What follows belongs to an exercise in optimizing a design on an open flow for small area, a short achievable clock period and few clock cycles per item; a production flow would make more cautious choices.
At most, simulation tests tie the RTL to the original design; equivalence was not proved.
Only the layout flow was run in runs 1 to 5; the RTL was not checked for function there.

==> flow/design.v <==
module pagecode_dec (
  input  wire        clk,
  input  wire        rst,
  input  wire        in_valid,
  input  wire [7:0]  in_data,
  output reg         in_ready,
  output reg         out_valid,
  output reg         out_clean,
  output reg         out_poison,
  output reg         out_ok,
  output reg  [2:0]  out_count,
  output wire [31:0] out_pos,
  output wire [31:0] out_val
);
  function automatic [7:0] gf_mul(input [7:0] a, input [7:0] b);
    integer i;
    reg [7:0] p, aa;
    begin
      p  = 8'h00;
      aa = a;
      for (i = 0; i < 8; i = i + 1) begin
        if (b[i]) p = p ^ aa;
        aa = {aa[6:0], 1'b0} ^ (aa[7] ? 8'h1d : 8'h00);
      end
      gf_mul = p;
    end
  endfunction
  function automatic [3:0] gf16_mul(input [3:0] a, input [3:0] b);
    reg [6:0] p;
    begin
      p = ({3'b0, a} & {7{b[0]}}) ^ ({2'b0, a, 1'b0} & {7{b[1]}}) ^
          ({1'b0, a, 2'b0} & {7{b[2]}}) ^ ({a, 3'b0} & {7{b[3]}});
      gf16_mul = p[3:0] ^ {p[6:4], 1'b0} ^ {1'b0, p[6:4]};
    end
  endfunction
  function automatic [11:0] gf_inv1(input [7:0] a);
    reg [7:0] c;
    reg [3:0] a1, a0, sq, s0;
    begin
      c[0] = a[0] ^ a[2] ^ a[4] ^ a[5] ^ a[6] ^ a[7];
      c[1] = a[2] ^ a[6] ^ a[7];
      c[2] = a[1] ^ a[2] ^ a[3] ^ a[4];
      c[3] = a[1] ^ a[4] ^ a[5] ^ a[6] ^ a[7];
      c[4] = a[2] ^ a[4] ^ a[5] ^ a[6] ^ a[7];
      c[5] = a[2] ^ a[5] ^ a[6];
      c[6] = a[1] ^ a[3] ^ a[4] ^ a[5];
      c[7] = a[5];
      a1 = c[7:4]; a0 = c[3:0];
      sq[0] = a1[0];
      sq[1] = a1[1] ^ a1[3];
      sq[2] = a1[3];
      sq[3] = a1[0] ^ a1[2];
      s0[0] = a0[0] ^ a0[2];
      s0[1] = a0[2];
      s0[2] = a0[1] ^ a0[3];
      s0[3] = a0[3];
      gf_inv1 = {a1, a0 ^ a1, sq ^ s0 ^ gf16_mul(a1, a0)};
    end
  endfunction
  function automatic [7:0] gf_inv2(input [11:0] h);
    reg [7:0] c, o;
    reg [3:0] di;
    begin
      case (h[3:0])
        4'd0: di = 4'd0;
        4'd1: di = 4'd1;
        4'd2: di = 4'd9;
        4'd3: di = 4'd14;
        4'd4: di = 4'd13;
        4'd5: di = 4'd11;
        4'd6: di = 4'd7;
        4'd7: di = 4'd6;
        4'd8: di = 4'd15;
        4'd9: di = 4'd2;
        4'd10: di = 4'd12;
        4'd11: di = 4'd5;
        4'd12: di = 4'd10;
        4'd13: di = 4'd4;
        4'd14: di = 4'd3;
        4'd15: di = 4'd8;
        default: di = 4'd0;
      endcase
      c = {gf16_mul(h[11:8], di), gf16_mul(h[7:4], di)};
      o[0] = c[0] ^ c[4];
      o[1] = c[2] ^ c[3] ^ c[4] ^ c[6] ^ c[7];
      o[2] = c[2] ^ c[6] ^ c[7];
      o[3] = c[1] ^ c[2] ^ c[3] ^ c[7];
      o[4] = c[1] ^ c[4] ^ c[7];
      o[5] = c[7];
      o[6] = c[2] ^ c[5] ^ c[6];
      o[7] = c[1] ^ c[5] ^ c[7];
      gf_inv2 = o;
    end
  endfunction
  localparam [7:0] AM1 = 8'h8e, AM2 = 8'h47, AM3 = 8'had, AM4 = 8'hd8;
  localparam [63:0] SP = 64'h32_8b_76_67_53_26_e2_00;
  localparam [2:0] D_IDLE = 3'd0, D_F = 3'd1, D_UPD = 3'd2, D_DISC = 3'd3,
                   D_OMG = 3'd4, D_CHN = 3'd5, D_DRN = 3'd6, D_FIN = 3'd7;
  integer i;
  reg        vin;               
  reg  [7:0] din;               
  reg  [7:0] cnt;               
  reg  [7:0] syn [0:7];
  wire first = (cnt == 8'd0);
  wire last  = (cnt == 8'd135);
  wire take  = in_valid && in_ready;
  wire load  = vin && last;
  reg [7:0] syn_nx [0:7];
  always @(*) begin
    for (i = 0; i < 8; i = i + 1)
      syn_nx[i] = (first ? 8'h00 : gf_mul(syn[i], 8'h01 << i)) ^ din;
  end
  wire [7:0] cnt_nx = vin ? (last ? 8'd0 : cnt + 8'd1) : cnt;
  wire       last_nx = take ? (cnt_nx == 8'd134) : (cnt_nx == 8'd135);
  always @(posedge clk) begin
    din <= in_data;
    if (rst) begin
      vin <= 1'b0;
      cnt <= 8'd0;
    end else begin
      vin <= take;
      cnt <= cnt_nx;
    end
    if (vin)
      for (i = 0; i < 8; i = i + 1)
        syn[i] <= syn_nx[i];
  end
  reg  [2:0] st;
  reg  [7:0] S    [0:7];        
  reg  [7:0] lam  [0:3];        
  reg  [7:0] bs   [0:3];        
  reg  [7:0] ma, mb;            
  reg  [7:0] binv;              
  reg  [7:0] dacc;              
  reg  [7:0] iv;                
  reg  [11:0] ih;               
  reg  [7:0] ovr;               
  reg  [2:0] sx;                
  reg  [1:0] lx;                
  reg  [2:0] r;                 
  reg  [2:0] k;                 
  reg  [2:0] L;
  reg        fail;              
  reg        lch;               
  reg        clean_f, pois_f;
  reg  [6:0] q;                 
  reg        hid;               
  reg        pa, pb, pc;        
  reg  [1:0] sa, sb, sc;        
  reg  [2:0] nroot;
  wire [7:0] p    = gf_mul(ma, mb);
  wire [7:0] ssel = S[sx];
  wire [7:0] lsel = lam[lx];
  wire [7:0] i2   = gf_inv2(ih);                    
  wire s_zero = (S[0] | S[1] | S[2] | S[3] | S[4] | S[5] | S[6] | S[7]) == 8'h00;
  wire s_pois = {S[7], S[6], S[5], S[4], S[3], S[2], S[1], S[0]} == SP;
  wire       d_nz  = (ma != 8'h00);
  wire       lc    = d_nz && ({L, 1'b0} <= {1'b0, r});
  wire [3:0] lnew  = {1'b0, r} + 4'd1 - {1'b0, L};
  wire [2:0] r1    = r + 3'd1;
  wire [2:0] kmx1  = r1[2] ? 3'd4 : r1;             
  wire [2:0] jmax  = (r == 3'd1) ? 3'd3 : 3'd4;     
  wire [1:0] k1    = k[1:0] - 2'd1;                 
  wire [1:0] k2    = k[1:0] - 2'd2;
  wire       kfirst = r[2] ? (k == 3'd4) : (k == r);
  wire [7:0] acc   = (kfirst ? 8'h00 : dacc) ^ p;
  wire [7:0] ll0 = gf_mul(lam[0], AM1);
  wire [7:0] ll1 = gf_mul(lam[1], AM2);
  wire [7:0] ll2 = gf_mul(lam[2], AM3);
  wire [7:0] ll3 = gf_mul(lam[3], AM4);
  wire [7:0] ol1 = gf_mul(bs[1], AM1);
  wire [7:0] ol2 = gf_mul(bs[2], AM2);
  wire [7:0] ol3 = gf_mul(bs[3], AM3);
  wire [7:0] lv_hi = 8'h01 ^ lam[0] ^ lam[1] ^ lam[2] ^ lam[3];
  wire [7:0] lv_lo = 8'h01 ^ ll0 ^ ll1 ^ ll2 ^ ll3;
  wire       rt_hi = (lv_hi == 8'h00) && !hid;
  wire       rt_lo = (lv_lo == 8'h00);
  wire [7:0] dv_hi = lam[0] ^ lam[2];
  wire [7:0] dv_lo = ll0 ^ ll2;
  wire [7:0] ov_hi = bs[0] ^ bs[1] ^ bs[2] ^ bs[3];
  wire [7:0] ov_lo = bs[0] ^ ol1 ^ ol2 ^ ol3;
  wire       rt    = (st == D_CHN) && (rt_hi || rt_lo);
  wire       adv   = !(rt_hi && rt_lo);
  wire [1:0] slot  = L[1:0] - 2'd1 - nroot[1:0];
  wire       ok_dec = !clean_f && !fail && (nroot == L);
  reg  [2:0] st_nx;
  always @(*) begin
    st_nx = st;
    case (st)
      D_F:    if (r == 3'd0) st_nx = s_zero ? D_FIN : D_DISC;
              else if (lc && lnew > 4'd4) st_nx = D_FIN;
              else st_nx = D_UPD;
      D_UPD:  if (k == 3'd1) st_nx = (r == 3'd7) ? D_OMG : D_DISC;
      D_DISC: if (k == 3'd1) st_nx = D_F;
      D_OMG:  if (k == 3'd1 && r == 3'd1) st_nx = D_CHN;
      D_CHN:  if (adv && q == 7'd0) st_nx = D_DRN;
      D_DRN:  if (!pa && !pb) st_nx = D_FIN;
      D_FIN:  st_nx = D_IDLE;
      default: ;
    endcase
    if (load) st_nx = D_F;
  end
  always @(posedge clk) begin
    if (rst) begin
      st        <= D_IDLE;
      out_valid <= 1'b0;
      in_ready  <= 1'b1;
    end else begin
      st        <= st_nx;
      out_valid <= (st == D_FIN);
      in_ready  <= !last_nx || (st_nx == D_IDLE) || (st_nx == D_FIN);
    end
  end
  always @(posedge clk) begin
    ih <= gf_inv1(iv);
    case (st)
      D_F: begin
        if (r == 3'd0) begin
          clean_f <= s_zero;
          pois_f  <= s_pois;
          lam[0]  <= ma;
          if (!d_nz) begin
            bs[0] <= 8'h00;
            bs[1] <= 8'h01;
          end
          L   <= {2'b00, d_nz};
          lch <= d_nz;
          mb  <= ssel;                                
          sx  <= 3'd1;
          r   <= 3'd1;
          k   <= 3'd1;
        end else begin
          iv  <= ma;
          lch <= lc;
          if (lc)
            L <= lnew[2:0];
          if (lc && lnew > 4'd4)
            fail <= 1'b1;
          ma  <= p;
          mb  <= bs[jmax[1:0] - 2'd1];
          sx  <= (r[2] && r != 3'd7) ? r - 3'd3 : 3'd0;   
          lx  <= (r == 3'd7) ? 2'd2 : (r[2] || r == 3'd3) ? 2'd3 : r[1:0];
          k   <= jmax;
        end
      end
      D_UPD: begin
        lam[k1] <= lam[k1] ^ p;
        if (r == 3'd7)
          bs[k1] <= S[k1];                            
        else if (k == 3'd1)
          bs[0] <= {7'd0, lch};
        else
          bs[k1] <= lch ? lam[k2] : bs[k2];
        if (k == 3'd1) begin
          if (lch)
            binv <= i2;                               
          ma <= lsel;
          mb <= ssel;
          sx <= sx + 3'd1;
          lx <= lx - 2'd1;
          r  <= (r == 3'd7) ? 3'd3 : r1;
          k  <= (r == 3'd7) ? 3'd3 : kmx1;
        end else begin
          mb <= bs[k2];
          k  <= k - 3'd1;
        end
      end
      D_DISC: begin
        dacc <= acc;
        if (r == 3'd1 && lch)
          binv <= i2;                                 
        if (k == 3'd1) begin
          ma <= acc ^ ssel;                           
          mb <= (r == 3'd1 && lch) ? i2 : binv;
        end else begin
          ma <= lsel;
          mb <= ssel;
          sx <= sx + 3'd1;
          lx <= lx - 2'd1;
          k  <= k - 3'd1;
        end
      end
      D_OMG: begin
        bs[r[1:0]] <= bs[r[1:0]] ^ p;
        ma <= lsel;
        mb <= ssel;
        if (k == 3'd1) begin
          sx <= 3'd1;
          lx <= r[1:0] - 2'd3;
          r  <= r - 3'd1;
          k  <= r - 3'd1;
          q  <= 7'd67;
        end else begin
          sx <= (k == 3'd2) ? 3'd0 : sx + 3'd1;
          lx <= (k == 3'd2) ? r[1:0] - 2'd2 : lx - 2'd1;
          k  <= k - 3'd1;
        end
      end
      D_CHN: begin
        if (rt) begin
          iv       <= rt_hi ? dv_hi : dv_lo;
          dacc     <= rt_hi ? ov_hi : ov_lo;
          S[slot]  <= {q, rt_hi};
          sa       <= slot;
          nroot    <= nroot + 3'd1;
        end
        hid <= !adv;
        if (adv) begin
          lam[0] <= gf_mul(ll0, AM1);
          lam[1] <= gf_mul(ll1, AM2);
          lam[2] <= gf_mul(ll2, AM3);
          lam[3] <= gf_mul(ll3, AM4);
          bs[1]  <= gf_mul(ol1, AM1);
          bs[2]  <= gf_mul(ol2, AM2);
          bs[3]  <= gf_mul(ol3, AM3);
          q      <= q - 7'd1;
        end
      end
      default: ;
    endcase
    pa <= rt;
    pb <= pa;
    pc <= pb;
    if (pa) begin
      ovr <= dacc;
      sb  <= sa;
    end
    if (pb) begin
      ma <= ovr;
      mb <= i2;
      sc <= sb;
    end
    if (pc)
      S[3'd4 + sc] <= p;
    if (st == D_FIN) begin
      out_clean  <= clean_f;
      out_poison <= pois_f;
      out_ok     <= clean_f || ok_dec;
      out_count  <= ok_dec ? L : 3'd0;
      for (i = 0; i < 4; i = i + 1)
        if (!(ok_dec && i < L)) begin
          S[i]     <= 8'h00;
          S[i + 4] <= 8'h00;
        end
    end
    if (load) begin
      for (i = 0; i < 8; i = i + 1)
        S[i] <= syn_nx[i];
      for (i = 0; i < 4; i = i + 1) begin
        lam[i] <= 8'h00;
        bs[i]  <= (i == 0) ? 8'h01 : 8'h00;
      end
      binv  <= 8'h01;
      ma    <= syn_nx[0];
      iv    <= syn_nx[0];
      sx    <= 3'd0;
      L     <= 3'd0;
      r     <= 3'd0;
      fail  <= 1'b0;
      hid   <= 1'b0;
      pa    <= 1'b0;
      pb    <= 1'b0;
      pc    <= 1'b0;
      nroot <= 3'd0;
    end
  end
  assign out_pos = {S[3], S[2], S[1], S[0]};
  assign out_val = {S[7], S[6], S[5], S[4]};
endmodule
==> flow/flow/run.sh <==
#!/bin/bash
# The standard layout, with ORFS's repair_timing aiming at a setup slack
# margin of 9 ns (the SDC, clock period and all other settings unchanged).
set -euo pipefail
export SETUP_SLACK_MARGIN=9
bash standard.sh > standard_flow.log 2>&1
==> flow/standard.sh <==
#!/bin/bash
# synth_recipe.tcl (not shown) runs the flow's synth.tcl, then flattens the netlist and writes it again
# the make line also repeats each setting of config.mk as NAME=value (left out here)
make -C /OpenROAD-flow-scripts/flow DESIGN_CONFIG=/design/flow/config.mk WORK_HOME=/design/flow/orfs CLKGATE_MAP_FILE= SYNTH_SCRIPT=/design/flow/synth_recipe.tcl "${@:-finish}"
==> flow/config.mk <==
export PLATFORM = sky130hd
export DESIGN_NAME = pagecode_dec
export DESIGN_NICKNAME = pagecode_dec
export VERILOG_FILES = /design/flow/design.v
export SDC_FILE = /design/flow/constraint.sdc
export NUM_CORES = 4
export LEC_CHECK = 0
export CAP_MARGIN = 20
export CORE_MARGIN = 2
export CORE_UTILIZATION = 40
export SLEW_MARGIN = 20
==> flow/constraint.sdc <==
create_clock -name core_clock -period 12.0 [get_ports {clk}]
set_input_delay 2.4000 -clock core_clock [delete_from_list [all_inputs] [get_ports {clk}]]
set_output_delay 2.4000 -clock core_clock [all_outputs]
set_load 0.01 [all_outputs]
==> results of run 1 <==
[layout make-up]
type	instances	area (sq um)
Multi-Input combinational cell	1743	14800
Fill cell	5024	27400
Tap cell	756	946
Clock inverter	15	224
Clock buffer	57	1130
Inverter	53	210
Timing Repair Buffer	370	3050
Sequential cell	325	8680
[cell families after synthesis]
| kind of cell | share of synthesized area, % |
|---|---|
| buffers and inverters | 4.60 |
| AO/OA/AOI/OAI | 12.8 |
| flip-flops | 37.7 |
| multiplexers | 8.77 |
| XOR/XNOR | 21.3 |
| AND/OR/NAND/NOR | 12.9 |
| adder cells (fa/ha/maj) | 2.04 |
[routing by layer]
| metal | up-vias | track usage, % |
|---|---|---|
| met3 | 349 | 5.86 |
| met4 | 0 | 16.2 |
| met1 | 9944 | 37.5 |
| met2 | 1404 | 42.4 |
| li1 | 8717 | - |
| met5 | - | 0 |
[worst min-delay path by stage]
| stage | from | slack [ps] | cells past startpoint | to |
|---|---|---|---|---|
| final | pois_f | 420 | 0 | out_poison |
| after global routing | pois_f | 420 | 0 | out_poison |
| after CTS | pois_f | 420 | 0 | out_poison |
| after detailed placement | sa[0] | 410 | 0 | sb[0] |
| after global placement | sa[0] | 400 | 0 | sb[0] |
| after floorplan | iv[5] | 370 | 0 | ih[11] |
[what timing repair did]
action / CTS / global route
pin swaps: 40 / 89
gates cloned: 6 / 9
resized for setup: 458 / 188
setup buffers: 158 / 92
setup endpoints to repair: 388 / 263
[stage by stage]
step | hold slack, ps | utilization (%) | setup slack, ps
6_report | 421 | 51.5 | 8240
5_1_grt | 425 | 51.5 | 8260
4_1_cts | 422 | 48.3 | 8280
3_5_place_dp | 406 | 42.9 | 7390
3_3_place_gp | 404 | 42.9 | 7490
2_1_floorplan | 371 | - | 8650
[state kept, by name, summed over array words and instances (netlist names), 7 cells and up, named ones only]
signal,flops
din,8
S,64
ma,8
q,7
lam,32
ovr,8
iv,8
syn,64
binv,8
ih,8
dacc,8
bs,32
cnt,8
mb,8
[cells in the mapped netlist (19+ instances only)]
library cell	n
a31oi_1	29
buf_1	30
buf_2	32
inv_1	52
a21oi_1	92
nand3_1	43
mux2i_1	45
a211oi_1	29
xnor2_1	294
xor2_1	156
clkbuf_1	123
nand2_1	293
mux4_2	65
o21ai_0	91
a22o_1	62
nor4_1	30
nor2_1	146
nor3_1	44
ha_1	34
dfxtp_1	114
and3_1	19
edfxtp_1	211
xnor3_1	25
==> results by group, run 1 <==
Run status
  – Status: no timing/DRC/antenna violations

Cells and area
  – Antenna diodes: 0
  – Layout Nets: about 2600
  – Commonest non-fill, non-tap cell in the layout: nand2_1
  – Design Area, Final: a little under 30000 sq um
  – Most frequent cells in the layout: nand2_1, xnor2_1, buf_4, edfxtp_1, xor2_1
  – Area delta synth->final: 27.0%
  – Layout cell share with drive strength beyond 1: around 30%
  – Layout Cells excl Fill: about 3300

Route
  – Initial DRT Pass Iterations: 7
  – ANT nets after route: 0
  – DR iter-0 viols: around 2600
  – DR vias: ~20000
  – DRT Wirelength: 88.0 mm
  – Top Layer Used: met4
  – Routed length per placed instance: between 20 and 30 um
  – Vias per cell: 6.15
  – Routed wl met3: ~9.3 mm
  – DR WL met2: between 30 and 40 mm
  – Metal-1 WL: about 34 mm
  – DRC: 0

Synthesis
  – Post-synthesis async set-or-reset flop share: 0%
  – Gate Count Post-Synth: between 2000 and 2500
  – Synth Flop Type: edfxtp_1
  – Syn. warnings: 3
  – Sequential element share of the synthesized area: 37.7%
  – Area leader, netlist: edfxtp_1
  – Synth top area share: between 20 and 30%
  – EDFF count, synth: between 200 and 250
  – Flops & latches, synth: ~330
  – Top cells by area, synth: edfxtp_1, xnor2_1, dfxtp_1
  – Syn Nets: 2356
  – Average size of a mapped cell: 9.89 sq um
  – Unique cell type count in the Yosys netlist: slightly below 80
  – Syn Std Cell Area: about 23000 sq um

Setup path
  – WP depth: 1
  – Crit path to: out_pos[14]
  – FF-to-FF Start: ma[6]
  – Critical path's slowest cell: edfxtp_1
  – CP Data Arrival Time: roughly 1400 ps
  – Critical-path maximum fanout: 5
  – Critical-path cell list: buf_2
  – Setup crit end kind: output port
  – R2R Path End: ma[5]
  – Worst Setup SP: S[1][6]
  – Crit-path leading delay family: flip-flops
  – CP Class: flip-flop to output port
  – Buf+Inv Stages, Crit Path: 1
  – R2r setup slk: between 8000 and 9000 ps
  – Worst EP required: ~9600 ps
  – CP max stage delay: roughly 570 ps
  – Cells on worst reg2reg path: 11
  – CP Launch Type: flip-flop

Timing
  – Worst Max-Slew Pin Slew: ~1000 ps
  – Period utilization: 31.3%
  – Sum Neg Setup Slack: 0 ps
  – Max-Slew Margin vs Limit: slightly above 30%
  – Final slew viol count: 0
  – Tmin final: approximately 3800 ps
  – Final hold vios: 0
  – Unrepaired setup endpoints after global routing: yes
  – Fmax: approximately 270 MHz
  – Clk_skew: between 20 and 25 ps
  – Final setup viols: 0

Clock tree
  – # H-tree levels: 2
  – Worst-Skew Late Latency: between 500 and 600 ps
  – Total clock sinks: roughly 330
  – Num CTS Buffers: 39
  – CTS Buffer Depth: 3
  – Clk root buf: clkbuf_16
  – CTS tree: done
  – Reg clk slew, reported paths: about 60 ps
  – Post-cts hold buffer count: 0

Global routing
  – Vias in the first global route: between 15000 and 20000
  – Total track usage: 28.1%
  – Largest net degree at the start of global routing: 76
  – Total grt overflow: 0
  – First-pass GRT wire length: between 100 and 150 mm
  – Initial antenna violation count: 1

Floorplan
  – Core Rows: slightly below 90
  – Core Region: between 50000 and 60000 sq um
  – Initial Util: approximately two fifths
  – # IOs: 83
  – Total die area: between 50000 and 60000 sq um
  – Die X: roughly 240 um
  – Die H: 243 um

Placed design
  – Port bufs: roughly 80
  – Placed standard-cell area: between 20000 and 25000 sq um
  – RD Place Congestion: ~1
  – Placed cell count: 2982
  – Final HPWL DP: roughly 56 mm

Worst hold path
  – HP Class: flip-flop to flip-flop

Flow run
  – Max-cap check violation count: 0
==> run 2: changes to the inputs <==
==> flow/flow/run.sh (replaced) <==
#!/bin/bash
# The standard layout, with ORFS's repair_timing aiming at a setup slack
# margin of 9 ns, and buf_2 cells as the port buffers (the SDC, clock period
# and all other settings unchanged).
set -euo pipefail
export SETUP_SLACK_MARGIN=9
export BUFFER_PORTS_ARGS="-buffer_cell sky130_fd_sc_hd__buf_2"
bash standard.sh > standard_flow.log 2>&1
==> results by group, run 2 <==
Run status
  – Status: no timing/DRC/antenna violations

Timing
  – Final setup viols: 0 (unchanged)
  – Final slew viol count: 0 (unchanged)
  – Max-Slew Margin vs Limit: 34.7% (+3.6 points)
  – Sum Neg Setup Slack: 0 ps (unchanged)
  – Clk_skew: 30.6 ps (+8.65 ps)
  – Unrepaired setup endpoints after global routing: yes
  – Period utilization: 31.1% (-0.16 points)
  – Final hold vios: 0 (unchanged)
  – Worst Max-Slew Pin Slew: 972 ps (-57.6 ps)
  – Fmax: 268 MHz (+0.52%)
  – Tmin final: 3740 ps (-19.3 ps)

Setup path
  – CP Launch Type: flip-flop
  – CP max stage delay: 530 ps (-40 ps)
  – Setup crit end kind: output port
  – CP Data Arrival Time: 1340 ps (-20 ps)
  – Critical-path maximum fanout: 4 (-1)
  – CP Class: flip-flop to output port
  – Buf+Inv Stages, Crit Path: 1 (unchanged)
  – Worst EP required: 9600 ps (about the same)
  – Crit-path leading delay family: flip-flops
  – Critical path's slowest cell: edfxtp_1
  – Critical-path cell list: buf_2

Floorplan
  – Core Region: 56400 sq um (unchanged)
  – Total die area: 59100 sq um (unchanged)
  – Die H: 243 um (unchanged)
  – Die X: 243 um (unchanged)
  – # IOs: 83 (unchanged)
  – Core Rows: 87 (unchanged)
  – Initial Util: 40.5% (unchanged)

Route
  – Vias per cell: 6.14 (-0.17%)
  – DRT Wirelength: 89.9 mm (+2.1%)
  – Routed length per placed instance: 26.9 um (+1.5%)
  – DR vias: 20490 (+0.37%)
  – DR iter-0 viols: 2630 (+2.5%)
  – Initial DRT Pass Iterations: 5 (-2)
  – DRC: 0 (unchanged)
  – ANT nets after route: 0 (unchanged)

Clock tree
  – # H-tree levels: 2 (unchanged)
  – CTS tree: done
  – CTS Buffer Depth: 3 (unchanged)
  – Post-cts hold buffer count: 0 (unchanged)
  – Total clock sinks: 325 (unchanged)
  – Reg clk slew, reported paths: 60 ps (about the same)
  – Worst-Skew Late Latency: 590 ps (about the same)
  – Num CTS Buffers: 38 (-2.6%)
  – Clk root buf: clkbuf_16

Global routing
  – First-pass GRT wire length: 126 mm (+1.0%)
  – Total grt overflow: 0 (unchanged)
  – Initial antenna violation count: 0 (-1)
  – Vias in the first global route: 19111 (+1.5%)
  – Total track usage: 28.5% (+0.38 points)
  – Largest net degree at the start of global routing: 72 (-5.3%)

Synthesis
  – EDFF count, synth: 211 (unchanged)
  – Gate Count Post-Synth: 2310 (unchanged)
  – Syn Nets: 2356 (unchanged)
  – Syn Std Cell Area: 22900 sq um (unchanged)
  – Synth Flop Type: edfxtp_1
  – Top-count cell post-synth: xnor2_1
  – Average size of a mapped cell: 9.89 sq um (unchanged)
  – Post-synth top cells: xnor2_1, nand2_1, edfxtp_1, xor2_1, nor2_1
  – Unique cell type count in the Yosys netlist: 77 (unchanged)
  – Synth top area share: 27.7% (unchanged)
  – Syn. warnings: 3 (unchanged)
  – Top cells by area, synth: edfxtp_1, xnor2_1, dfxtp_1
  – Sequential element share of the synthesized area: 37.7% (unchanged)
  – Post-synthesis async set-or-reset flop share: 0% (unchanged)
  – Area leader, netlist: edfxtp_1
  – Flops & latches, synth: 325 (unchanged)

Cells and area
  – Layout Cells excl Fill: 3337 (+0.54%)
  – Commonest non-fill, non-tap cell in the layout: nand2_1
  – Layout cell share with drive strength beyond 1: 31.2% (+1.9 points)
  – Most frequent cells in the layout: nand2_1, xnor2_1, buf_4, edfxtp_1, xor2_1
  – Design Area, Final: 29400 sq um (+1.3%)
  – Regs by FF count: S (64), syn (64)
  – Area delta synth->final: 28.7%
  – Antenna diodes: 0 (unchanged)
  – Layout Nets: 2597 (+0.74%)

Placed design
  – RD Place Congestion: 0.957 (-4.5%)
  – Placed standard-cell area: 23800 sq um (-1.7%)
  – Port bufs: 82 (unchanged)
  – Final HPWL DP: 56.6 mm (+0.44%)
  – Placed cell count: 2981 (-0.034%)

Worst hold path
  – HP Class: flip-flop to flip-flop

Flow run
  – Max-cap check violation count: 0 (unchanged)
-- run 2: cell counts after synthesis --
Identical to the previous run, type by type.
-- run 2: per-stage QoR --
step           worst slack, ps  utilization, %  hold slack, ps
2_1_floorplan             8650               -             371
3_3_place_gp              7550            42.1             410
3_5_place_dp              7460            42.2             407
4_1_cts                   8260            49.0             421
5_1_grt                   8260            52.2             422
6_report                  8260            52.2             438
-- run 2: cell families (layout without fill, tap and decap cells) --
logic type / after synthesis / after routing / synth area share, %
AO/OA/AOI/OAI: 437 / 440 / 12.8
multiplexers: 118 / 118 / 8.77
AND/OR/NAND/NOR: 651 / 662 / 12.9
flip-flops: 325 / 325 / 37.7
buffers and inverters: 251 / 508 / 4.60
XOR/XNOR: 491 / 491 / 21.3
adder cells (fa/ha/maj): 37 / 37 / 2.04
-- run 2: final cells by class --
type	count	area, sq um
Clock buffer	52	1040
Fill cell	4953	27000
Sequential cell	325	8670
Timing Repair Buffer	385	3230
Tap cell	756	946
Inverter	53	218
Multi-Input combinational cell	1748	15000
Clock inverter	18	308
-- run 2: per-layer routing --
layer / global-route usage [%] / up-vias / part of all wire [%]
li1: - / 8761 / -
met1: 37.9 / 10010 / 39
met2: 43.3 / 1401 / 44
met3: 6.37 / 318 / 11
met4: 15.0 / 0 / 6.0
met5: 0 / - / 0
-- run 2: path summary, 6_finish.rpt --
check	end	start	slack (ps)	cells after the start
max	out_pos[14]	S[1][6]	8260	1
min	sc[0]	sb[0]	440	0
max reg2reg	bs[3][2]	lam[1][5]	8670	14
min reg2reg	sc[0]	sb[0]	440	0
-- run 2: timing repair --
item / in CTS / in global routing
gates cloned: 12 / 7
pin swaps: 62 / 96
buffers inserted: 172 / 95
gates resized for setup: 212 / 182
endpoints found under the setup margin: 355 / 299
==> run 3: changes to the inputs <==
==> flow/flow/run.sh (replaced) <==
#!/bin/bash
# The standard layout, with ORFS's repair_timing aiming at a setup slack
# margin of 8.5 ns, and buf_2 cells as the port buffers (the SDC, clock period
# and all other settings unchanged).
set -euo pipefail
export SETUP_SLACK_MARGIN=8.5
export BUFFER_PORTS_ARGS="-buffer_cell sky130_fd_sc_hd__buf_2"
bash standard.sh > standard_flow.log 2>&1
--- a/flow/config.mk
+++ b/flow/config.mk
@@ -7,5 +7,5 @@
 export LEC_CHECK = 0
 export CAP_MARGIN = 20
 export CORE_MARGIN = 2
-export CORE_UTILIZATION = 40
+export CORE_UTILIZATION = 65
 export SLEW_MARGIN = 20
==> results by group, run 3 <==
Cells and area
  – Antenna diodes: 0 (unchanged)
  – Filler cell count: 2442 (-51%)
  – FF+latch area: 8640 sq um (-0.35%)
  – Layout cell share with drive strength beyond 1: 19.6% (-12 points)
  – Layout Nets: 2464 (-5.1%)
  – Area delta synth->final: 14.0%
  – Design Area, Final: 26000 sq um (-11%)
  – Area taken by multi-input logic gates: 13500 sq um (-9.8%)
  – Commonest non-fill, non-tap cell in the layout: nand2_1
  – Regs by FF count: S (64), syn (64)
  – Most frequent cells in the layout: nand2_1, xnor2_1, edfxtp_1, buf_4, xor2_1

Setup path
  – CP Class: flip-flop to output port
  – Setup crit end kind: output port
  – FF-to-FF Start: r[0]
  – CP Data Arrival Time: 1270 ps (-70 ps)
  – Worst Setup SP: S[0][1]
  – Critical path's slowest cell: edfxtp_1
  – CP max stage delay: 510 ps (-20 ps)
  – Worst EP required: 9600 ps (about the same)
  – CP Launch Type: flip-flop
  – Critical-path cell list: buf_2
  – Crit-path leading delay family: flip-flops
  – Buf+Inv Stages, Crit Path: 1 (unchanged)
  – Critical-path maximum fanout: 2 (-2)

Global routing
  – Total grt overflow: 0 (unchanged)
  – First-pass GRT wire length: 114 mm (-9.7%)
  – Initial antenna violation count: 2 (+2)
  – Met1 usage: 58.8% (+21 points)
  – Vias in the first global route: 18257 (-4.5%)
  – Total track usage: 42.3% (+14 points)
  – Largest net degree at the start of global routing: 72 (unchanged)
  – GRT met2 Usage: 59.7% (+16 points)
  – Met3 usage: 14.0% (+7.6 points)
  – Global route hottest layer: met2

Synthesis
  – Post-synth top cells: xnor2_1, nand2_1, edfxtp_1, xor2_1, nor2_1
  – Area leader, netlist: edfxtp_1
  – Syn Std Cell Area: 22900 sq um (unchanged)
  – Top-count cell post-synth: xnor2_1
  – Syn Nets: 2356 (unchanged)
  – Syn. warnings: 3 (unchanged)
  – Top cells by area, synth: edfxtp_1, xnor2_1, dfxtp_1
  – Gate Count Post-Synth: 2310 (unchanged)
  – Average size of a mapped cell: 9.89 sq um (unchanged)
  – Post-synthesis async set-or-reset flop share: 0% (unchanged)
  – Unique cell type count in the Yosys netlist: 77 (unchanged)
  – EDFF count, synth: 211 (unchanged)
  – Synth Flop Type: edfxtp_1
  – Sequential element share of the synthesized area: 37.7% (unchanged)
  – Synth top area share: 27.7% (unchanged)
  – Flops & latches, synth: 325 (unchanged)

Timing
  – Final slew viol count: 0 (unchanged)
  – Final setup viols: 0 (unchanged)
  – Clk_skew: 37.2 ps (+6.63 ps)
  – Max-Slew Margin vs Limit: 24.9% (-9.8 points)
  – Worst Max-Slew Pin Slew: 1120 ps (+146 ps)
  – Unrepaired setup endpoints after global routing: yes
  – Tmin final: 3670 ps (-63.4 ps)
  – Final hold vios: 0 (unchanged)
  – Fmax: 272 MHz (+1.7%)
  – Final worst slack: 8330 ps (+63.4 ps)
  – Sum Neg Setup Slack: 0 ps (unchanged)
  – Period utilization: 30.6% (-0.53 points)

Route
  – Initial DRT Pass Iterations: 7 (+2)
  – Vias per cell: 6.84 (+11%)
  – ANT nets after route: 0 (unchanged)
  – DR vias: 19865 (-3.1%)
  – DRT Wirelength: 78.6 mm (-13%)
  – DR iter-0 viols: 3094 (+18%)
  – Routed length per placed instance: 27.1 um (+0.53%)
  – DRC: 0 (unchanged)

Clock tree
  – Num CTS Buffers: 38 (unchanged)
  – Clk root buf: clkbuf_16
  – CTS tree: done
  – Worst-Skew Late Latency: 590 ps (about the same)
  – Total clock sinks: 325 (unchanged)
  – # H-tree levels: 2 (unchanged)
  – Reg clk slew, reported paths: 60 ps (about the same)
  – CTS Buffer Depth: 3 (unchanged)

Floorplan
  – Die X: 192 um (-21%)
  – Core Region: 34500 sq um (-39%)
  – Total die area: 36700 sq um (-38%)
  – Die H: 192 um (-21%)
  – # IOs: 83 (unchanged)
  – Initial Util: 66.2% (+26 points)
  – Core Rows: 68 (-22%)

Run status
  – Status: no timing/DRC/antenna violations

Worst hold path
  – HP Class: flip-flop to flip-flop
  – Min-Delay Startpoint: pois_f

Placed design
  – RD Place Congestion: 1.04 (+8.8%)
  – Pre-CTS WS: 7400 ps (-62.7 ps)
  – Final HPWL DP: 53.4 mm (-5.7%)
  – Placed standard-cell area: 23300 sq um (-2.1%)
  – Port bufs: 82 (unchanged)

Flow run
  – Max-cap check violation count: 0 (unchanged)
## run 3: cell counts after synthesis
No cell type changed its count.
## run 3: kinds of logic (layout without fill, tap and decap cells)
group           after synthesis  in the layout  share of synthesized area (%)
compound gates              437            437                           12.8
fa+ha+maj                    37             37                           2.04
buf+inv                     251            386                           4.60
flops                       325            325                           37.7
xor+xnor                    491            491                           21.3
simple gates                651            654                           12.9
mux                         118            118                           8.77
## run 3: metrics by stage
stage / utilization [%] / hold WS (ps) / cells
global route: 75.4 / 429 / 2903
finish: 75.4 / 418 / 2903
CTS: 73.6 / 419 / 2843
detailed placement: 67.4 / 405 / 2681
global placement: 67.3 / 405 / 2680
floorplan: - / 371 / 2310
## run 3: timing repair
item                                    CTS  global route
pin swaps                                 4             3
endpoints found under the setup margin  291           207
hold buffers                              0             0
buffers inserted                         89            60
gates resized for setup                  43            47
cloned                                    3             0
## run 3: cell type report
| type | instances | share of cell area (%) |
|---|---|---|
| multi-input combinational | 1737 | 51.9 |
| sequential | 325 | 33.2 |
| timing repair buffer | 263 | 7.07 |
| clock buffer | 59 | 4.39 |
| tap | 455 | 2.19 |
| inverter | 53 | 0.778 |
| clock inverter | 11 | 0.514 |
## run 3: path summary, 6_finish.rpt
check	cells past startpoint	slack, ps	to
min	0	420	out_poison
max	1	8330	out_pos[1]
max reg2reg	6	8450	ma[4]
min reg2reg	0	420	out_poison
## run 3: per-layer routing
metal	part of all wire [%]	vias up
met2	42	1625
met1	38	9436
met5	0.038	-
met3	15	328
met4	5.7	4
li1	-	8472
==> run 4: changes to the inputs <==
--- a/flow/design.v
+++ b/flow/design.v
@@ -9,8 +9,8 @@
   output reg         out_poison,
   output reg         out_ok,
   output reg  [2:0]  out_count,
-  output wire [31:0] out_pos,
-  output wire [31:0] out_val
+  output reg  [31:0] out_pos,
+  output reg  [31:0] out_val
 );
   function automatic [7:0] gf_mul(input [7:0] a, input [7:0] b);
     integer i;
@@ -148,6 +148,7 @@
   reg        pa, pb, pc;        
   reg  [1:0] sa, sb, sc;        
   reg  [2:0] nroot;
+  reg        fin_d;             
   wire [7:0] p    = gf_mul(ma, mb);
   wire [7:0] ssel = S[sx];
   wire [7:0] lsel = lam[lx];
@@ -203,11 +204,13 @@
   always @(posedge clk) begin
     if (rst) begin
       st        <= D_IDLE;
+      fin_d     <= 1'b0;
       out_valid <= 1'b0;
       in_ready  <= 1'b1;
     end else begin
       st        <= st_nx;
-      out_valid <= (st == D_FIN);
+      fin_d     <= (st == D_FIN);
+      out_valid <= fin_d;
       in_ready  <= !last_nx || (st_nx == D_IDLE) || (st_nx == D_FIN);
     end
   end
@@ -364,6 +367,8 @@
       nroot <= 3'd0;
     end
   end
-  assign out_pos = {S[3], S[2], S[1], S[0]};
-  assign out_val = {S[7], S[6], S[5], S[4]};
+  always @(posedge clk) begin
+    out_pos <= {S[3], S[2], S[1], S[0]};
+    out_val <= {S[7], S[6], S[5], S[4]};
+  end
 endmodule
--- a/flow/config.mk
+++ b/flow/config.mk
@@ -7,5 +7,5 @@
 export LEC_CHECK = 0
 export CAP_MARGIN = 20
 export CORE_MARGIN = 2
-export CORE_UTILIZATION = 65
+export CORE_UTILIZATION = 40
 export SLEW_MARGIN = 20
==> results by group, run 4 <==
Run status
  – Status: no timing/DRC/antenna violations

Setup path
  – Crit-path leading delay family: flip-flops
  – CP Class: flip-flop to output port
  – Critical-path maximum fanout: 1 (-1)
  – CP Launch Type: flip-flop
  – Critical-path cell list: buf_6
  – Setup crit end kind: output port
  – Critical path's slowest cell: edfxtp_1
  – Worst EP required: 9600 ps (about the same)
  – Buf+Inv Stages, Crit Path: 1 (unchanged)
  – CP max stage delay: 420 ps (-90 ps)
  – CP Data Arrival Time: 1180 ps (-90 ps)

Synthesis
  – Post-synth top cells: xnor2_1, nand2_1, edfxtp_1, dfxtp_1, nor2_1
  – Syn. warnings: 3 (unchanged)
  – Sequential element share of the synthesized area: 41.2% (+3.5 points)
  – Area leader, netlist: edfxtp_1
  – EDFF count, synth: 211 (unchanged)
  – Gate Count Post-Synth: 2385 (+3.2%)
  – Synth Flop Type: edfxtp_1
  – Synth top area share: 26.3% (-1.4 points)
  – Top cells by area, synth: edfxtp_1, dfxtp_1, xnor2_1
  – Syn Nets: 2431 (+3.2%)
  – Average size of a mapped cell: 10.1 sq um (+1.9%)
  – Syn Std Cell Area: 24100 sq um (+5.3%)
  – Post-synthesis async set-or-reset flop share: 0% (unchanged)
  – Top-count cell post-synth: xnor2_1
  – Flops & latches, synth: 390 (+20%)
  – Unique cell type count in the Yosys netlist: 84 (+9.1%)

Cells and area
  – Most frequent cells in the layout: xnor2_1, nand2_1, edfxtp_1, dfxtp_1, nor2_1
  – Commonest non-fill, non-tap cell in the layout: xnor2_1
  – Filler cell count: 5562 (+130%)
  – Regs by FF count: S (64), syn (64)
  – Design Area, Final: 26900 sq um (+3.4%)
  – Area delta synth->final: 11.9%
  – Layout Nets: 2416 (-1.9%)
  – Antenna diodes: 0 (unchanged)
  – Layout cell share with drive strength beyond 1: 15.1% (-4.5 points)

Clock tree
  – CTS Buffer Depth: 3 (unchanged)
  – # H-tree levels: 2 (unchanged)
  – Clk root buf: clkbuf_16
  – Reg clk slew, reported paths: 60 ps (about the same)
  – Worst-Skew Late Latency: 640 ps (+50 ps)
  – Num CTS Buffers: 45 (+18%)
  – Total clock sinks: 390 (+20%)
  – Post-cts hold buffer count: 0 (unchanged)
  – CTS tree: done

Global routing
  – Total track usage: 25.9% (-16 points)
  – Total grt overflow: 0 (unchanged)
  – Largest net degree at the start of global routing: 70 (-2.8%)
  – Initial antenna violation count: 2 (unchanged)
  – First-pass GRT wire length: 122 mm (+7.3%)
  – Vias in the first global route: 18397 (+0.77%)

Timing
  – Final setup viols: 0 (unchanged)
  – Final slew viol count: 0 (unchanged)
  – Unrepaired setup endpoints after global routing: yes
  – Max-Slew Margin vs Limit: 33.2% (+8.3 points)
  – Tmin final: 3580 ps (-95.1 ps)
  – Worst Max-Slew Pin Slew: 1000 ps (-117 ps)
  – Sum Neg Setup Slack: 0 ps (unchanged)
  – Fmax: 279 MHz (+2.7%)
  – Final hold vios: 0 (unchanged)
  – Period utilization: 29.8% (-0.79 points)
  – Clk_skew: 40.5 ps (+3.31 ps)

Floorplan
  – Total die area: 62100 sq um (+69%)
  – Die H: 249 um (+30%)
  – Initial Util: 40.6% (-26 points)
  – Core Rows: 89 (+31%)
  – # IOs: 83 (unchanged)
  – Core Region: 59200 sq um (+72%)
  – Die X: 249 um (+30%)

Route
  – Routed length per placed instance: 25.8 um (-4.5%)
  – DR iter-0 viols: 2503 (-19%)
  – DR vias: 19053 (-4.1%)
  – ANT nets after route: 0 (unchanged)
  – DRC: 0 (unchanged)
  – Initial DRT Pass Iterations: 6 (-1)
  – DRT Wirelength: 82.2 mm (+4.6%)
  – Vias per cell: 5.99 (-12%)

Worst hold path
  – HP Class: flip-flop to flip-flop

Placed design
  – RD Place Congestion: 0.976 (-6.3%)
  – Port bufs: 82 (unchanged)
  – Final HPWL DP: 58.8 mm (+10%)
  – Placed standard-cell area: 24900 sq um (+7.0%)

Flow run
  – Max-cap check violation count: 0 (unchanged)
-- run 4: changes by cell type in the layout (fill, tap and decap cells not counted), moves of 29 or more --
cell / previous run / this run
xor2_1: 154 / 125
buf_4: 173 / 49
xnor2_1: 285 / 324
a22o_1: 62 / 11
o21ai_0: 84 / 122
dfxtp_1: 94 / 163
-- run 4: logic make-up after synthesis --
kind of cell	Yosys count	share of synthesized area [%]
flops	390	41.2
fa+ha+maj	36	1.89
simple gates	649	12.1
compound gates	445	11.7
mux	121	8.44
buf+inv	248	4.22
xor+xnor	496	20.3
-- run 4: area by class of cell --
class / instances / area [sq um] / share of cell area, %
Inverter: 50 / 191 / 0.711
Clock inverter: 23 / 251 / 0.934
Clock buffer: 61 / 1380 / 5.11
Multi-Input combinational cell: 1747 / 13300 / 49.6
Tap cell: 773 / 967 / 3.59
Sequential cell: 390 / 9940 / 36.9
Timing Repair Buffer: 136 / 847 / 3.15
-- run 4: worst paths after layout --
| path | start | slack (ps) | to | cells after the start |
|---|---|---|---|---|
| max | out_poison | 8420 | out_poison | 1 |
| min | sa[0] | 420 | sb[0] | 0 |
| max reg2reg | r[1] | 8540 | in_ready | 9 |
| min reg2reg | sa[0] | 420 | sb[0] | 0 |
-- run 4: routing by layer --
layer  up-vias  part of all wire [%]  GRT usage (%)
met5         -                 0.016              0
met4         2                   4.2           10.7
met3       198                   9.9           5.26
met2      1099                    44           39.0
met1      9362                    42           36.4
li1       8392                     -              -
-- run 4: repair_timing --
item | in CTS | in global routing
setup endpoints to repair | 145 | 149
pin swaps | 1 | 2
setup buffers | 11 | 9
resized for setup | 22 | 41
-- run 4: metrics by stage --
step / hold slack [ps] / utilization (%) / setup WS [ps] / cells
6_report: 419 / 45.4 / 8420 / 3180
2_1_floorplan: 365 / - / 8560 / 2385
3_5_place_dp: 406 / 42.0 / 7800 / 3076
5_1_grt: 427 / 45.4 / 8400 / 3180
4_1_cts: 420 / 45.1 / 8410 / 3171
3_3_place_gp: 403 / 42.0 / 7830 / 3076
==> run 5: changes to the inputs <==
--- a/flow/config.mk
+++ b/flow/config.mk
@@ -5,6 +5,7 @@
 export SDC_FILE = /design/flow/constraint.sdc
 export NUM_CORES = 4
 export LEC_CHECK = 0
+export ABC_CLOCK_PERIOD_IN_PS = 3600
 export CAP_MARGIN = 20
 export CORE_MARGIN = 2
 export CORE_UTILIZATION = 40
==> results by group, run 5 <==
Setup path
  – Buf+Inv Stages, Crit Path: 1 (unchanged)
  – CP max stage delay: 420 ps (about the same)
  – CP Launch Type: flip-flop
  – Crit-path leading delay family: flip-flops
  – Critical-path cell list: buf_6
  – Critical path's slowest cell: edfxtp_1
  – Worst Setup SP: out_poison
  – Critical-path maximum fanout: 1 (unchanged)
  – CP Data Arrival Time: 1180 ps (about the same)
  – Setup crit end kind: output port
  – CP Class: flip-flop to output port
  – FF-to-FF Start: r[1]
  – Worst EP required: 9600 ps (about the same)

Clock tree
  – Num CTS Buffers: 45 (unchanged)
  – CTS Buffer Depth: 3 (unchanged)
  – Clk root buf: clkbuf_16
  – # H-tree levels: 2 (unchanged)
  – Post-cts hold buffer count: 0 (unchanged)
  – Total clock sinks: 390 (unchanged)
  – CTS tree: done
  – Reg clk slew, reported paths: 60 ps (about the same)
  – Worst-Skew Late Latency: 640 ps (about the same)

Synthesis
  – Unique cell type count in the Yosys netlist: 84 (unchanged)
  – Top cells by area, synth: edfxtp_1, dfxtp_1, xnor2_1
  – Syn. warnings: 3 (unchanged)
  – Synth Flop Type: edfxtp_1
  – Post-synthesis async set-or-reset flop share: 0% (unchanged)
  – Syn Nets: 2431 (unchanged)
  – Flops & latches, synth: 390 (unchanged)
  – Average size of a mapped cell: 10.1 sq um (unchanged)
  – Gate Count Post-Synth: 2385 (unchanged)
  – Simple-Gate Fraction of Synth Area: 12.1% (unchanged)
  – Sequential element share of the synthesized area: 41.2% (unchanged)
  – Area leader, netlist: edfxtp_1
  – Synth top area share: 26.3% (unchanged)
  – Top-count cell post-synth: xnor2_1
  – Largest family of logic cells by synthesized area: XOR/XNOR gates
  – Synth Area in Compound Gates: 11.7% (unchanged)
  – Post-synth top cells: xnor2_1, nand2_1, edfxtp_1, dfxtp_1, nor2_1
  – Mux cell area share after synthesis: 8.44% (unchanged)
  – Xor and xnor area share after synthesis: 20.3% (unchanged)
  – EDFF count, synth: 211 (unchanged)
  – Syn Std Cell Area: 24100 sq um (unchanged)
  – Adder and majority gate portion of the synthesized area: 1.89% (unchanged)

Floorplan
  – # IOs: 83 (unchanged)
  – Total die area: 62100 sq um (unchanged)
  – Die H: 249 um (unchanged)
  – Die X: 249 um (unchanged)
  – Core Region: 59200 sq um (unchanged)
  – Initial Util: 40.6% (unchanged)
  – Core Rows: 89 (unchanged)

Route
  – Initial DRT Pass Iterations: 6 (unchanged)
  – Top Layer Used: met5
  – Vias per cell: 5.99 (unchanged)
  – DRT Wirelength: 82.2 mm (unchanged)
  – DR WL met2: 35.8 mm (unchanged)
  – DRC: 0 (unchanged)
  – Routed wl met3: 8.14 mm (unchanged)
  – DR iter-0 viols: 2503 (unchanged)
  – ANT nets after route: 0 (unchanged)
  – Routed length per placed instance: 25.8 um (unchanged)
  – Metal-1 WL: 34.8 mm (unchanged)
  – DR vias: 19053 (unchanged)

Timing
  – Worst Max-Slew Pin Slew: 1000 ps (unchanged)
  – Final hold vios: 0 (unchanged)
  – Period utilization: 29.8% (unchanged)
  – Final worst slack: 8420 ps (unchanged)
  – Tmin final: 3580 ps (unchanged)
  – Max-Slew Margin vs Limit: 33.2% (unchanged)
  – Final slew viol count: 0 (unchanged)
  – Clk_skew: 40.5 ps (unchanged)
  – Unrepaired setup endpoints after global routing: yes
  – Fmax: 279 MHz (unchanged)
  – Final setup viols: 0 (unchanged)
  – Sum Neg Setup Slack: 0 ps (unchanged)

Cells and area
  – Fin util: 45.4% (unchanged)
  – Area delta synth->final: 11.9% (unchanged)
  – Regs by FF count: S (64), syn (64)
  – Filler cell count: 5562 (unchanged)
  – Design Area, Final: 26900 sq um (unchanged)
  – Layout Nets: 2416 (unchanged)
  – Most frequent cells in the layout: xnor2_1, nand2_1, edfxtp_1, dfxtp_1, nor2_1
  – Commonest non-fill, non-tap cell in the layout: xnor2_1
  – Layout cell share with drive strength beyond 1: 15.1% (unchanged)
  – Antenna diodes: 0 (unchanged)

Placed design
  – Port bufs: 82 (unchanged)
  – Placed standard-cell area: 24900 sq um (unchanged)
  – Final HPWL DP: 58.8 mm (unchanged)
  – Pre-CTS WS: 7800 ps (unchanged)
  – RD Place Congestion: 0.976 (unchanged)

Global routing
  – First-pass GRT wire length: 122 mm (unchanged)
  – Vias in the first global route: 18397 (unchanged)
  – Total track usage: 25.9% (unchanged)
  – Initial antenna violation count: 2 (unchanged)
  – Total grt overflow: 0 (unchanged)
  – Largest net degree at the start of global routing: 70 (unchanged)

Run status
  – Status: no timing/DRC/antenna violations

Flow run
  – Max-cap check violation count: 0 (unchanged)

Worst hold path
  – Min-Delay Startpoint: sa[0]
  – HP Class: flip-flop to flip-flop
[run 5: layout make-up]
class	count	area (sq um)	area share (%)
Clock buffer	61	1380	5.11
Clock inverter	23	251	0.934
Inverter	50	191	0.711
Multi-Input combinational cell	1747	13300	49.6
Sequential cell	390	9940	36.9
Tap cell	773	967	3.59
Timing Repair Buffer	136	847	3.15
[run 5: cells by family (layout without fill, tap and decap cells)]
| kind of cell | after synthesis | count (layout) |
|---|---|---|
| DFF | 390 | 390 |
| and+or+nand+nor | 649 | 649 |
| AOI/OAI and AO/OA | 445 | 445 |
| muxes | 121 | 121 |
| buffers and inverters | 248 | 270 |
| adders and majority gates | 36 | 36 |
| xor gates and xnor gates | 496 | 496 |
[run 5: timing repair]
action | 4_1_cts | 5_1_grt
hold endpoints to repair | 0 | 0
setup endpoints to repair | 145 | 149
buffers inserted | 11 | 9
pin swaps | 1 | 2
resized for setup | 22 | 41
[run 5: path summary, 6_finish.rpt]
kind	end	slack, ps	cells past startpoint
max	out_poison	8420	1
min	sb[0]	420	0
max reg2reg	in_ready	8540	9
min reg2reg	sb[0]	420	0
[run 5: metal layers]
layer | vias up | global-route usage, %
li1 | 8392 | -
met1 | 9362 | 36.4
met2 | 1099 | 39.0
met3 | 198 | 5.26
met4 | 2 | 10.7
met5 | - | 0
[run 5: per-stage QoR]
| step | std cells | hold WS (ps) |
|---|---|---|
| after floorplan | 2385 | 365 |
| after global placement | 3076 | 403 |
| after detailed placement | 3076 | 406 |
| after CTS | 3171 | 420 |
| after global routing | 3180 | 427 |
| final | 3180 | 419 |
==> run 6: changes to the inputs <==
--- a/flow/design.v
+++ b/flow/design.v
@@ -111,7 +111,9 @@
       syn_nx[i] = (first ? 8'h00 : gf_mul(syn[i], 8'h01 << i)) ^ din;
   end
   wire [7:0] cnt_nx = vin ? (last ? 8'd0 : cnt + 8'd1) : cnt;
-  wire       last_nx = take ? (cnt_nx == 8'd134) : (cnt_nx == 8'd135);
+  wire       c134    = vin ? (cnt == 8'd133) : (cnt == 8'd134);
+  wire       c135    = vin ? (cnt == 8'd134) : last;
+  wire       last_nx = take ? c134 : c135;
   always @(posedge clk) begin
     din <= in_data;
     if (rst) begin
@@ -211,7 +213,8 @@
       st        <= st_nx;
       fin_d     <= (st == D_FIN);
       out_valid <= fin_d;
-      in_ready  <= !last_nx || (st_nx == D_IDLE) || (st_nx == D_FIN);
+      in_ready  <= !last_nx || (st == D_IDLE && !load) || (st == D_FIN) ||
+                   (st == D_DRN && !pa && !pb);
     end
   end
   always @(posedge clk) begin
@@ -335,17 +338,12 @@
     end
     if (pc)
       S[3'd4 + sc] <= p;
-    if (st == D_FIN) begin
-      out_clean  <= clean_f;
-      out_poison <= pois_f;
-      out_ok     <= clean_f || ok_dec;
-      out_count  <= ok_dec ? L : 3'd0;
+    if (st == D_FIN)
       for (i = 0; i < 4; i = i + 1)
         if (!(ok_dec && i < L)) begin
           S[i]     <= 8'h00;
           S[i + 4] <= 8'h00;
         end
-    end
     if (load) begin
       for (i = 0; i < 8; i = i + 1)
         S[i] <= syn_nx[i];
@@ -368,7 +366,11 @@
     end
   end
   always @(posedge clk) begin
-    out_pos <= {S[3], S[2], S[1], S[0]};
-    out_val <= {S[7], S[6], S[5], S[4]};
+    out_pos    <= {S[3], S[2], S[1], S[0]};
+    out_val    <= {S[7], S[6], S[5], S[4]};
+    out_clean  <= clean_f;
+    out_poison <= pois_f;
+    out_ok     <= clean_f || ok_dec;
+    out_count  <= ok_dec ? L : 3'd0;
   end
 endmodule
--- a/flow/config.mk
+++ b/flow/config.mk
@@ -5,7 +5,7 @@
 export SDC_FILE = /design/flow/constraint.sdc
 export NUM_CORES = 4
 export LEC_CHECK = 0
-export ABC_CLOCK_PERIOD_IN_PS = 3600
+export ABC_AREA = 1
 export CAP_MARGIN = 20
 export CORE_MARGIN = 2
 export CORE_UTILIZATION = 40
==> results by group, run 6 <==
Floorplan
  – Core Region: 64500 sq um (+8.8%)
  – Total die area: 67400 sq um (+8.4%)
  – Initial Util: 40.5% (-0.089 points)
  – # IOs: 83 (unchanged)
  – Die X: 260 um (+4.1%)
  – Die H: 260 um (+4.1%)
  – Core Rows: 93 (+4.5%)

Cells and area
  – Area delta synth->final: 11.8% (about the same)
  – Filler cell count: 6560 (+18%)
  – Most frequent cells in the layout: nand2_1, inv_1, nand3_1, xor2_1, o21ai_0
  – Regs by FF count: S (64), syn (64)
  – Design Area, Final: 29200 sq um (+8.5%)
  – Layout cell share with drive strength beyond 1: 9.80% (-5.3 points)
  – Commonest non-fill, non-tap cell in the layout: nand2_1
  – Layout Nets: 3627 (+50%)

Timing
  – Final hold vios: 0 (unchanged)
  – Clk_skew: 20.9 ps (-19.6 ps)
  – Tmin final: 3470 ps (-112 ps)
  – Worst Max-Slew Pin Slew: 1130 ps (+126 ps)
  – Max-Slew Margin vs Limit: 24.6% (-8.6 points)
  – Final slew viol count: 0 (unchanged)
  – Period utilization: 28.9% (-0.94 points)
  – Unrepaired setup endpoints after global routing: yes
  – Final setup viols: 0 (unchanged)
  – Fmax: 289 MHz (+3.2%)
  – Sum Neg Setup Slack: 0 ps (unchanged)
  – Final hold slack: 360 ps (-59.0 ps)

Clock tree
  – Worst-Skew Late Latency: 600 ps (-40 ps)
  – Total clock sinks: 390 (unchanged)
  – CTS Buffer Depth: 3 (unchanged)
  – CTS tree: done
  – Clk root buf: clkbuf_16
  – Reg clk slew, reported paths: 60 ps (about the same)
  – Num CTS Buffers: 44 (-2.2%)
  – # H-tree levels: 2 (unchanged)

Global routing
  – First-pass GRT wire length: 144 mm (+18%)
  – Vias in the first global route: 22620 (+23%)
  – Total track usage: 28.5% (+2.5 points)
  – Global route hottest layer: met2
  – GRT met2 Usage: 41.9% (+2.9 points)
  – Met3 usage: 5.78% (+0.52 points)
  – Initial antenna violation count: 3 (+1)
  – Met1 usage: 39.7% (+3.3 points)
  – Largest net degree at the start of global routing: 73 (+4.3%)
  – Total grt overflow: 0 (unchanged)

Setup path
  – Critical-path maximum fanout: 1 (unchanged)
  – CP Data Arrival Time: 1070 ps (-110 ps)
  – WP depth: 1 (unchanged)
  – R2r setup slk: 8670 ps (+130 ps)
  – CP Launch Type: flip-flop
  – FF-to-FF Start: k[0]
  – CP Class: flip-flop to output port
  – Crit-path leading delay family: flip-flops
  – Cells on worst reg2reg path: 11 (+2)
  – Critical-path cell list: buf_2
  – Critical path's slowest cell: dfxtp_1
  – R2R Path End: bs[2][0]
  – Setup crit end kind: output port
  – Buf+Inv Stages, Crit Path: 1 (unchanged)
  – CP max stage delay: 340 ps (-80 ps)
  – Worst Setup SP: out_val[24]
  – Worst EP required: 9600 ps (about the same)

Synthesis
  – EDFF count, synth: 205 (-2.8%)
  – Simple-Gate Fraction of Synth Area: 25.7% (+14 points)
  – Synth Area in Compound Gates: 11.7% (-0.020 points)
  – Sequential element share of the synthesized area: 37.8% (-3.5 points)
  – Unique cell type count in the Yosys netlist: 63 (-25%)
  – Post-synth top cells: nand2_1, inv_1, nand3_1, xor2_1, o21ai_0
  – Xor and xnor area share after synthesis: 14.5% (-5.9 points)
  – Syn Nets: 3581 (+47%)
  – Flops & latches, synth: 390 (unchanged)
  – Post-synthesis async set-or-reset flop share: 0% (unchanged)
  – Syn Std Cell Area: 26100 sq um (+8.6%)
  – Gate Count Post-Synth: 3533 (+48%)
  – Largest family of logic cells by synthesized area: simple AND/OR/NAND/NOR gates
  – Top-count cell post-synth: nand2_1
  – Top cells by area, synth: edfxtp_1, dfxtp_1, nand2_1
  – Average size of a mapped cell: 7.39 sq um (-27%)
  – Area leader, netlist: edfxtp_1
  – Adder and majority gate portion of the synthesized area: 1.80% (-0.092 points)
  – Syn. warnings: 3 (unchanged)
  – Mux cell area share after synthesis: 0.0862% (-8.4 points)
  – Synth top area share: 23.6% (-2.8 points)
  – Synth Flop Type: edfxtp_1

Route
  – DRC: 0 (unchanged)
  – DRT Wirelength: 97.6 mm (+19%)
  – DR iter-0 viols: 3155 (+26%)
  – Vias per cell: 5.49 (-8.4%)
  – DR vias: 24538 (+29%)
  – Routed length per placed instance: 21.8 um (-16%)
  – ANT nets after route: 0 (unchanged)
  – Initial DRT Pass Iterations: 6 (unchanged)

Worst hold path
  – Min-Delay Path Depth: 0 (unchanged)
  – Hold Path End: out_val[7]
  – HP Class: flip-flop to flip-flop
  – Min-Delay Startpoint: S[4][7]

Placed design
  – RD Place Congestion: 1.02 (+4.1%)
  – Placed standard-cell area: 27200 sq um (+9.1%)
  – Final HPWL DP: 73.4 mm (+25%)
  – Port bufs: 82 (unchanged)

Run status
  – Status: no timing/DRC/antenna violations

Flow run
  – Max-cap check violation count: 0 (unchanged)
run 6: cell count changes after synthesis, moves of 26 or more:
cell      before  now
inv_1         49  372
nand2_1      292  964
or2_2          5   31
mux4_2        64    0
nor2_1       147  207
a211oi_1      32    2
nand3_1       35  272
mux2i_1       42    0
a21oi_1      112  163
xor2_1       126  231
xnor2_1      328  181
o21ai_0      129  220
run 6: kinds of logic (layout without fill, tap and decap cells):
kind of cell	Yosys count	after routing
AND/OR/NAND/NOR	1584	1585
buffers and inverters	561	641
AO/OA/AOI/OAI	538	538
XOR/XNOR	421	421
flip-flops	390	390
adder cells (fa/ha/maj)	37	37
multiplexers	2	2
other	0	1
run 6: per-stage QoR:
step,utilization [%],worst slack (ps),std cells
global placement,42.1,7610,4346
CTS,44.9,8380,4446
detailed placement,42.1,7460,4346
global route,45.3,8460,4469
floorplan,-,8750,3533
finish,45.3,8530,4470
run 6: how the worst max path moves through the flow:
stage,to
after floorplan,bs[3][0]
after global placement,bs[0][6]
after detailed placement,bs[0][6]
after CTS,S[6][3]
after global routing,S[6][0]
final,out_val[24]
run 6: what timing repair did:
action	CTS	global route
gates resized for setup	25	26
hold buffers	0	0
buffers inserted	16	23
gates cloned	3	0
endpoints found under the setup margin	171	153
pin swaps	1	3
run 6: final cells by class:
| cell class | count | area (sq um) | area share [%] |
|---|---|---|---|
| Timing Repair inverter | 2 | 10.0 | 0.0343 |
| Inverter | 405 | 1550 | 5.32 |
| Multi-Input combinational cell | 2583 | 14200 | 48.7 |
| Antenna cell | 1 | 2.50 | 0.00857 |
| Clock buffer | 55 | 1160 | 3.98 |
| Tap cell | 855 | 1070 | 3.66 |
| Timing Repair Buffer | 153 | 963 | 3.30 |
| Clock inverter | 26 | 363 | 1.24 |
| Sequential cell | 390 | 9870 | 33.8 |
run 6: routing by layer:
| metal | part of all wire [%] | up-vias |
|---|---|---|
| met3 | 11 | 261 |
| met4 | 5.2 | 2 |
| li1 | - | 11598 |
| met1 | 42 | 11393 |
| met2 | 42 | 1284 |
| met5 | 0.011 | - |
Testbench counts of run 6, summed over its fixed seeds: cycles 53,187, items 384.

separate check: timing with driven ports:
How much do the figures lean on ideal ports? The routed layouts below were timed once more, with nothing changed but the port constraints. Step 1 sets driving cells, clkbuf_16 on the clock port and buf_2 on the other inputs (assumed; they add their load-dependent delay and slew). Step 2 also shifts input and output timing later by t, the mid clock arrival at the registers, as if the neighbouring blocks saw the same clock. Three values: ideal, step 1, step 2; two values: the first two.
run	t (ns)	slack for setup (ns)	clock arrival spread, ns	worst slew at a driven data input, ns
run 1	0.632	8.244 / 8.187 / 8.381	0.022 / 0.022	0.05
run 2	0.641	8.264 / 8.205 / 8.307	0.038 / 0.038	0.04
run 3	0.626	8.327 / 8.268 / 8.094	0.037 / 0.038	0.03
run 4	0.673	8.422 / 8.366 / 8.542	0.041 / 0.040	0.03
run 5	0.673	8.422 / 8.366 / 8.542	0.041 / 0.040	0.03
run 6	0.641	8.534 / 8.479 / 8.496	0.021 / 0.021	0.03
After both steps every run listed still meets setup and hold. The setup slack of run 3, which loses most, moves by -0.059 ns with the drivers and by -0.233 ns with both steps.
